Source: an optimization exercise on an open RTL-to-GDS flow (aim: small area, a short achievable clock period and few clock cycles per item). Production flows keep margins and buffers that such runs may drop.
Only simulation tests tie the RTL to the original design; equivalence was not proved.
No activity file was given, so power comes from the tool's default toggle rates.

Design cobbler_xu, start of the top module:
module cobbler_xu (
    input  wire        clk,
    input  wire        rst,
    input  wire        in_valid,
    output wire        in_ready,
    input  wire [31:0] in_insn,
    input  wire [31:0] in_pc,
    input  wire [31:0] in_a,
    input  wire [31:0] in_b,
    output wire        out_valid,
    input  wire        out_ready,
    output wire [31:0] out_result,
    output wire        out_wen,
    output wire [3:0]  out_rd,
    output wire [31:0] out_npc,
    output wire        out_trap,
    output wire [3:0]  out_cause,
    output wire [31:0] out_eaddr
);
Size: ~240 I/O pins, ~35,000 sq um of cells after synthesis.
export LEC_CHECK = 0
export CAP_MARGIN = 10
export CORE_MARGIN = 2
export CORE_UTILIZATION = 50
export CTS_BUF_LIST = sky130_fd_sc_hd__clkbuf_8
export PLACE_DENSITY = 0.7
export SETUP_SLACK_MARGIN = 5
export SLEW_MARGIN = 10
create_clock -name core_clock -period 12.0 [get_ports {clk}]
standard.sh (not shown) runs the stock make flow with config.mk's settings and CLKGATE_MAP_FILE= SYNTH_SCRIPT=/design/flow/synth_recipe.tcl, a recipe that flattens the netlist after the stock synthesis.
==> flow/flow/run.sh <==
#!/bin/bash
# The standard layout, with the port buffers that global placement adds
# taken as the smallest plain buffer instead of a delay cell.
set -euo pipefail
bash standard.sh "BUFFER_PORTS_ARGS=-buffer_cell sky130_fd_sc_hd__buf_1" finish > standard.log 2>&1
The baseline passed the timing, DRC and antenna checks.
Testbench counts at the start, summed over its fixed seeds: cycles 33,851, items 24,000.
Next try:
- ABC_AREA: not set -> 1
- CAP_MARGIN: 10 -> 30
- SLEW_MARGIN: 10 -> 30
Maximum frequency is higher by about 1.1%.
Synthesized area hardly moves.
Wire length is higher by about 7%.
Next try:
- CTS_BUF_LIST: sky130_fd_sc_hd__clkbuf_8 -> not set
Effect: Combinational power barely changes. Sequential share of layout area stays flat. Global-route usage shrinks by 0.15 points. Via count shrinks by 0.46%. Clock-buffer cell count shrinks by 17.

---

## v46
cobbler_xu, a different RTL version from the one above (not shown whole).
Size in the first run: about 260 flip-flops, ~240 I/O pins, roughly 35000 µm² of cells after synthesis.
clock: 12.0 ns
lec_check: 0
abc_area: 1
cap_margin: 20
core_margin: 2
core_utilization: 50
place_density: 0.7
setup_slack_margin: 5
slew_margin: 20
Scripts as last shown in full above: flow/flow/run.sh
Testbench counts of v46, summed over its fixed seeds: cycles 33,851, items 24,000.
## Diff of input files: v19 against v46
# v46
export LEC_CHECK = 0
export ABC_AREA = 1
export CAP_MARGIN = 20
export CORE_MARGIN = 2
export CORE_UTILIZATION = 50
export PLACE_DENSITY = 0.7
export SETUP_SLACK_MARGIN = 5
export SLEW_MARGIN = 20
create_clock -name core_clock -period 12.0 [get_ports {clk}]
# v19
export LEC_CHECK = 0
export ABC_AREA = 1
export CAP_MARGIN = 10
export CORE_MARGIN = 2
export CORE_UTILIZATION = 30
export SETUP_SLACK_MARGIN = 5
export SLEW_MARGIN = 10
create_clock -name core_clock -period 12.0 [get_ports {clk}]
[summary]
In v19 the implementation ran to completion but is not tape-out ready, as the final checks report capacitance limit, slew limit. When v19 is measured against v46, its final wirelength turns out 2.2% higher. [compare] base=v46 new=v19: routed wirelength normalized by instance count decreased by about 7% relative to the old numbers; final non-filler cell total increased by about 9% relative to the old numbers.
Here is what was changed in the inputs of v8 compared with v19.
# v19
export LEC_CHECK = 0
export ABC_AREA = 1
export CAP_MARGIN = 10
export CORE_MARGIN = 2
export CORE_UTILIZATION = 30
export SETUP_SLACK_MARGIN = 5
export SLEW_MARGIN = 10
create_clock -name core_clock -period 12.0 [get_ports {clk}]
# v8
export LEC_CHECK = 0
export ABC_AREA = 1
export CAP_MARGIN = 10
export CORE_MARGIN = 2
export CORE_UTILIZATION = 50
export PLACE_DENSITY = 0.7
export SETUP_SLACK_MARGIN = 5
export SLEW_MARGIN = 10
create_clock -name core_clock -period 12.0 [get_ports {clk}]
[summary]
Going from v19 to v8, part of the total power dissipated in the clock network rose by 0.9 points, setup slack fell by 0.075 ns, core utilization now larger, clock latency at the later pin of the worst-skew pair shows a reduction of 0.06 ns. v19 -> v8: die boundary width decreased by more than 10%. Area growth from synthesis to final layout for v8 is lower than for v19. Diff v8..v19 | flip-flop and latch count | unchanged. v19 → v8: wire length reported by the detailed router fell by 2.1%; final cell count fell by 8.6%; core region area fell by about 40%. v8 and v19: one clean run, v8; the rest did not finish clean. Final checks on v19, whose flow otherwise completed, came back failing, citing capacitance limit, slew limit.

---

Setup of red:
Starting RTL as in the previous note.
==> flow/config.mk <==
export PLATFORM = sky130hd
export DESIGN_NAME = cobbler_xu
export DESIGN_NICKNAME = cobbler_xu
export VERILOG_FILES = /design/flow/design.v
export SDC_FILE = /design/flow/constraint.sdc
export NUM_CORES = 4
export LEC_CHECK = 0
export CAP_MARGIN = 10
export CORE_MARGIN = 2
export CORE_UTILIZATION = 30
export SETUP_SLACK_MARGIN = 5
export SLEW_MARGIN = 10
==> flow/constraint.sdc <==
create_clock -name core_clock -period 12.0 [get_ports {clk}]
set_input_delay 2.4000 -clock core_clock [delete_from_list [all_inputs] [get_ports {clk}]]
set_output_delay 2.4000 -clock core_clock [all_outputs]
set_load 0.01 [all_outputs]
run.sh (not shown) runs the stock make flow with config.mk's settings and CLKGATE_MAP_FILE= SYNTH_SCRIPT=/design/flow/synth_recipe.tcl, a recipe that flattens the netlist after the stock synthesis.
Stock flow here: none of the scripts above is used.
Testbench counts of red, summed over its fixed seeds: cycles 33,851, items 24,000.
Input changes introduced in blue (baseline for comparison: red):
==> flow/flow/run.sh (new file) <==
#!/bin/bash
# The standard layout, with the port buffers that global placement adds
# taken as the smallest plain buffer instead of a delay cell.
set -euo pipefail
bash standard.sh "BUFFER_PORTS_ARGS=-buffer_cell sky130_fd_sc_hd__buf_1" finish > standard.log 2>&1
==> flow/standard.sh (new file) <==
#!/bin/bash
# synth_recipe.tcl (not shown) runs the flow's synth.tcl, then flattens the netlist and writes it again
# the make line also repeats each setting of config.mk as NAME=value (left out here)
make -C /OpenROAD-flow-scripts/flow DESIGN_CONFIG=/design/flow/config.mk WORK_HOME=/design/flow/orfs CLKGATE_MAP_FILE= SYNTH_SCRIPT=/design/flow/synth_recipe.tcl "${@:-finish}"
removed: flow/run.sh
Notes after the runs:
blue vs red — met1 wire length dropped 1700 um.
blue against red: placeable core region saw little to no change, number of violations reported at the end of detailed-routing iteration 0 climbed about 0.7%, design area decreased about 4%, combinational gate power held steady.
Comparing the two runs side by side, blue comes out ahead of red on routed wire length.
red → blue: worst setup slack climbed 0.11 ns; clock-pin slew on the worst setup and hold paths barely changed.
Going from red to blue, global-route usage went down; pin count of the biggest net entering global routing went down; total power of the final layout went down.

-- afterwards: timing with drivers on the ports --
The flow's constraints put no driver on any port. The routed layouts listed below were extracted and timed again, unchanged, in two steps. Step 1 assumes that a clkbuf_16 drives the clock port and a buf_2 every other input. Step 2, shift: input delay + t, output delay - t, t = (earliest + latest rising clock arrival at the registers) / 2. This alone moves slack from input paths to output paths. a / b / c = no drivers / after step 1 / after step 2; a / b = the first two.
run | t (ns) | slack for setup (ns) | hold WS [ns] | slew at the worst register clock pin (ns)
the first run of note 1 | 0.750 | 4.927 / 4.927 / 4.815 | 0.420 / 0.420 / 0.420 | 0.09 / 0.09
the second run of note 1 | 0.737 | 5.003 / 5.003 / 4.924 | 0.419 / 0.419 / 0.419 | 0.09 / 0.09
the third run of note 1 | 0.712 | 4.916 / 4.916 / 4.891 | 0.423 / 0.423 / 0.423 | 0.08 / 0.08
v46 | 0.627 | 5.065 / 5.065 / 4.986 | 0.432 / 0.432 / 0.432 | 0.06 / 0.06
v19 | 0.689 | 5.141 / 5.141 / 4.958 | 0.425 / 0.425 / 0.425 | 0.09 / 0.09
v8 | 0.627 | 5.065 / 5.065 / 4.986 | 0.432 / 0.432 / 0.432 | 0.06 / 0.06
red | 0.717 | 4.952 / 4.952 / 4.580 | 0.421 / 0.421 / 0.421 | 0.09 / 0.09
blue | 0.688 | 5.064 / 5.064 / 4.915 | 0.422 / 0.422 / 0.422 | 0.08 / 0.08
For red, which loses most, drivers alone change the setup slack by 0.000 ns; drivers and shift together by -0.372 ns.
